This is an optimization exercise on Yosys and OpenROAD, whose aim is small area, a short achievable clock period and few clock cycles, not a production implementation. The RTL was checked by simulation tests, not by an equivalence proof against the original design.

==> flow/design.v, too long to show whole: its modules and the start of the top module <==
// module arc_detector: 1553 lines
module arc_detector (
    input  wire        clk,
    input  wire        rst,         
    input  wire [14:0] depth,       
    input  wire [14:0] alpha,       
    input  wire [14:0] floor_q,     
    input  wire [5:0]  confirm,     
    input  wire [15:0] holdoff,     
    input  wire [7:0]  limit,       
    input  wire [15:0] learn,       
    input  wire        latch_in,    
    input  wire        s_valid,
    input  wire [15:0] s_data,      
    input  wire        s_clr,       
    output wire        s_ready,
    output reg         r_valid,
    output reg         r_evt,       
    output reg         r_inh,       
    output reg         r_latch,     
    output reg  [31:0] r_arcs       
);
  // ...
==> flow/flow/run.sh <==
#!/bin/bash
# The standard layout, with timing repair asked to leave setup slack so that
# the design runs well below the fixed clock period.
set -euo pipefail
bash standard.sh SETUP_SLACK_MARGIN=8 finish > standard.log 2>&1
==> flow/standard.sh <==
#!/bin/bash
# synth_recipe.tcl (not shown) runs the flow's synth.tcl, then flattens the netlist and writes it again
# the make line also repeats each setting of config.mk as NAME=value (left out here)
make -C /OpenROAD-flow-scripts/flow DESIGN_CONFIG=/design/flow/config.mk WORK_HOME=/design/flow/orfs CLKGATE_MAP_FILE= SYNTH_SCRIPT=/design/flow/synth_recipe.tcl "${@:-finish}"
==> flow/config.mk <==
export PLATFORM = sky130hd
export DESIGN_NAME = arc_detector
export DESIGN_NICKNAME = arc_detector
export VERILOG_FILES = /design/flow/design.v
export SDC_FILE = /design/flow/constraint.sdc
export NUM_CORES = 4
export LEC_CHECK = 0
export CAP_MARGIN = 20
export CORE_MARGIN = 2
export CORE_UTILIZATION = 40
export SLEW_MARGIN = 20
==> flow/constraint.sdc <==
create_clock -name core_clock -period 14.0 [get_ports {clk}]
set_input_delay 2.8000 -clock core_clock [delete_from_list [all_inputs] [get_ports {clk}]]
set_output_delay 2.8000 -clock core_clock [all_outputs]
set_load 0.01 [all_outputs]
==> flow_summary.json, run 1 <==
{
  "synth_nets": 3642,
  "slew_viol_final": 0,
  "synth_enable_flop_cells": 18,
  "worstSkewPairLatency_ns": 0.49,
  "synth_most_common_cell": "inv_1",
  "nonClockInverterCount": 397,
  "io_buffer_count": 147,
  "holdPathEnd": "poll[9]$_SDFFE_PP0P_",
  "seq_cells": 144,
  "cts_buffers": 17,
  "synthArstFlopShare_pct": 0,
  "finalSetupTns_ns": 0,
  "cap_violations": 0,
  "synth_top_family_by_area": "compound AO/OA/AOI/OAI gates",
  "timing.rr.start": "b[18]$_SDFFE_PP0P_",
  "grt_first_pass_wirelength_mm": 148,
  "rsz0062_at_grt": "true",
  "worstMarginPinSlew_ns": 1.20,
  "hold_viol": 0,
  "syn_inst": 3164,
  "worst-path-stages": 35,
  "hold_class": "reg -> reg",
  "start_util_pct": 40.5,
  "dp_slack_ns": 4.22,
  "status": "no timing/DRC/antenna violations",
  "top_regs": "r_arcs: 32 flops, b: 31 flops",
  "yosys_register_bits": 144,
  "holdWs_ns": 0.478,
  "clockBufferDepth": 2,
  "dr_total_vias": 25900,
  "r2r-end": "b[25]$_SDFFE_PP0P_",
  "regMostFlops": "r_arcs"
}
Testbench counts, summed over its fixed seeds: cycles 192,016.
==> run 2, diff against run 1 <==
==> flow/run.sh (new file) <==
#!/bin/bash
# synth_recipe.tcl (not shown) runs the flow's synth.tcl, then flattens the netlist and writes it again
# the make line also repeats each setting of config.mk as NAME=value (left out here)
make -C /OpenROAD-flow-scripts/flow DESIGN_CONFIG=/design/flow/config.mk WORK_HOME=/design/flow/orfs CLKGATE_MAP_FILE= SYNTH_SCRIPT=/design/flow/synth_recipe.tcl finish
removed: flow/flow/run.sh
removed: flow/standard.sh
==> run 2 against run 1 <==
Global-route usage down 1.3 points. Sequential share of layout area up 1.6 points. Worst hold slack worse by 0.014 ns. Critical path type unchanged. Largest cell class unchanged.
==> flow_summary.json, run 2 <==
{
  "status": "no timing/DRC/antenna violations",
  "whs_path_depth": 2,
  "cts_buffers": 17,
  "rsz0062_at_grt": "false",
  "via_per_inst": 6.28,
  "synth_cell_types": 87,
  "antenna_found_initial": 8,
  "core_area_sq_mm": 0.0591,
  "largest_register_ffs": 32,
  "syn_area_sq_mm": 0.0239,
  "yosys_register_bits": 144,
  "hpwl_mm": 66.3,
  "cts_tree": "yes",
  "crit_fanout": 30,
  "drcViolationCount": 0,
  "worstSkewPairLatency_ns": 0.49,
  "endpoint_kind": "flop",
  "skew_ns": 0.0176,
  "syn_inst": 3164,
  "rows": 89,
  "grt_first_pass_wirelength_mm": 141,
  "slew_viol_final": 0,
  "gr-total-overflow": 0,
  "cp-start-kind": "flop",
  "synthFlopType": "dfxtp_1",
  "post-cts-setup-buffer-count": 0,
  "synth_top_area_cell": "fa_1",
  "grt_pass1_vias": 23300,
  "synth_enable_flop_cells": 18,
  "synth.top_cells.by_count": "384 x inv_1, 314 x nor2_1, 270 x a21oi_1",
  "nets": 3583,
  "seq_area_frac_synth_pct": 12.8,
  "hold_class": "reg -> reg",
  "drtAntennaViolNets": 0,
  "wl_per_cell_microns": 23.4,
  "gp_congestion": 1.03,
  "min_period_ns": 10.81,
  "timing.rr.start": "b[18]$_SDFFE_PP0P_",
  "layout_common_cells": "384 x inv_1, 310 x nor2_1, 270 x a21oi_1",
  "root_buffer": "clkbuf_16",
  "first_pass_iters": 23,
  "worstMarginPinSlew_ns": 1.13,
  "setup_viol": 0,
  "grt_usage_pct": 29.2,
  "path_common_cell": "inv_1",
  "synth_nets": 3642,
  "yosys_warnings": 1,
  "drt_iter0_drc": 2975,
  "critical-path-slowest-cell": "dfxtp_1",
  "cts.sinks": 144,
  "synthArstFlopShare_pct": 0,
  "regArea_sq_mm": 0.00307,
  "drive_above_1_share_pct": 4.75,
  "r2r-end": "b[25]$_SDFFE_PP0P_",
  "wl_mm": 91.2,
  "dieArea_sq_mm": 0.0618,
  "hold_buffers": 0,
  "crit_required_ns": 14.42,
  "fmax_mhz": 92.5,
  "max_stage_delay_ns": 1.02,
  "synth_most_common_cell": "inv_1",
  "finalSetupTns_ns": 0,
  "fin_crit_sh_pct": 77.2,
  "clockBufferDepth": 2,
  "top_regs": "r_arcs: 32 flops, b: 31 flops",
  "hold_viol": 0,
  "holdPathEnd": "r_inh$_SDFFE_PP0P_",
  "htree_levels": 4,
  "n_antenna_cell": 0,
  "fp.dieW_microns": 249,
  "start_util_pct": 40.5,
  "die_height_microns": 249,
  "syn_to_final_growth_pct": 9.79,
  "clkTransAtPathRegs_ns": 0.07,
  "n_fill_cell": 5953,
  "rrSetupSlack_ns": 3.19,
  "rr_worst_depth": 33,
  "regMostFlops": "r_arcs",
  "grt_max_degree": 63,
  "synth_area_leaders": "fa_1 19%, dfxtp_1 11%, ha_1 7.5%",
  "pin_count": 149,
  "final_common_cell": "inv_1",
  "hold_start": "r_inh$_SDFFE_PP0P_",
  "slew-limit-headroom_pct": 24.4,
  "dr_total_vias": 24400,
  "cap_violations": 0,
  "syn_avg_cell_area_sq_um": 7.56,
  "post_cts_resized": 0,
  "io_buffer_count": 147,
  "multi_input_area_sq_mm": 0.0183,
  "crit_type": "reg -> reg",
  "synth_top_area_share_pct": 18.6,
  "arrival_ns": 11.23
}
run 2: cell counts after synthesis:
No cell type changed its count.
run 2: how the worst max path moves through the flow:
stage               slack (ns)               start  cells after the start            endpoint
finish                    3.19  b[18]$_SDFFE_PP0P_                     33  b[25]$_SDFFE_PP0P_
global route              2.35  b[18]$_SDFFE_PP0P_                     33  b[25]$_SDFFE_PP0P_
CTS                       3.36  b[18]$_SDFFE_PP0P_                     33  b[25]$_SDFFE_PP0P_
detailed placement        3.36  b[18]$_SDFFE_PP0P_                     33  b[25]$_SDFFE_PP0P_
global placement          3.55  b[18]$_SDFFE_PP0P_                     33  b[25]$_SDFFE_PP0P_
floorplan                 5.75  b[16]$_SDFFE_PP0P_                     36  b[25]$_SDFFE_PP0P_
run 2: critical path: cells and delay by family, from the launching register on:
family          cells  cell delay, ns
fa+ha+maj           7            3.61
compound gates     16            2.93
simple gates        4            2.40
flops               1            1.02
buf+inv             5            0.65
xor+xnor            1            0.11
run 2: layout make-up:
cell class | instances | share of cell area, %
repair buffers | 199 | 7.07
multi-input cells | 2346 | 69.6
clock inverters | 14 | 0.648
clock buffers | 18 | 1.67
inverters | 397 | 5.67
flip-flops and latches | 144 | 11.7
well taps | 773 | 3.68
run 2: per-layer routing:
layer  track usage, %  vias to the layer above  share of wire [%]
met5                0                        -               0.12
met4             14.2                       16                4.9
met3             6.51                      252                 10
met2             44.0                     1410                 43
met1             39.4                    11800                 42
li1                 -                    10900                  -
run 2: cells by family after synthesis:
family	Yosys count	share of synthesized area (%)
AO/OA/AOI/OAI	1047	28.6
XOR/XNOR	131	4.80
adder cells (fa/ha/maj)	371	26.3
buffers and inverters	674	10.9
flip-flops	144	12.8
multiplexers	36	1.52
other	1	0.0157
AND/OR/NAND/NOR	760	15.1
run 2: through the flow:
stage | hold slack, ns | area, sq um | util (%) | setup slack [ns] | std cells
floorplan | 0.440 | 23900 | - | 5.75 | 3164
global placement | 0.451 | 25700 | 43.4 | 3.55 | 3859
detailed placement | 0.458 | 25700 | 43.4 | 3.36 | 3859
CTS | 0.471 | 26300 | 44.4 | 3.36 | 3891
global route | 0.510 | 26300 | 44.4 | 2.35 | 3891
finish | 0.464 | 26300 | 44.4 | 3.19 | 3891

## re-timing with driven ports
The results above use ideal ports. As a check the final layouts listed here were re-extracted and re-timed, cells and wires unchanged. Step 1, drivers: a clkbuf_16 drives clk and a buf_2 each remaining input, both assumed. Step 2 adds t to the input delays and takes it off the output delays; t is the mean of the earliest and latest rising clock arrival at the registers after step 1. Input paths then give back, and output paths get back, about the clock's delay inside the block. Slacks: ideal ports / drivers / drivers and shift; pairs: ideal ports / drivers.
| run | t, ns | setup slack, ns | worst hold slack (ns) |
|---|---|---|---|
| run 1 | 0.539 | 6.361 / 6.361 / 6.361 | 0.478 / 0.478 / 0.478 |
| run 2 | 0.546 | 3.189 / 3.189 / 3.189 | 0.464 / 0.464 / 0.464 |
After both steps every run listed still meets setup and hold.
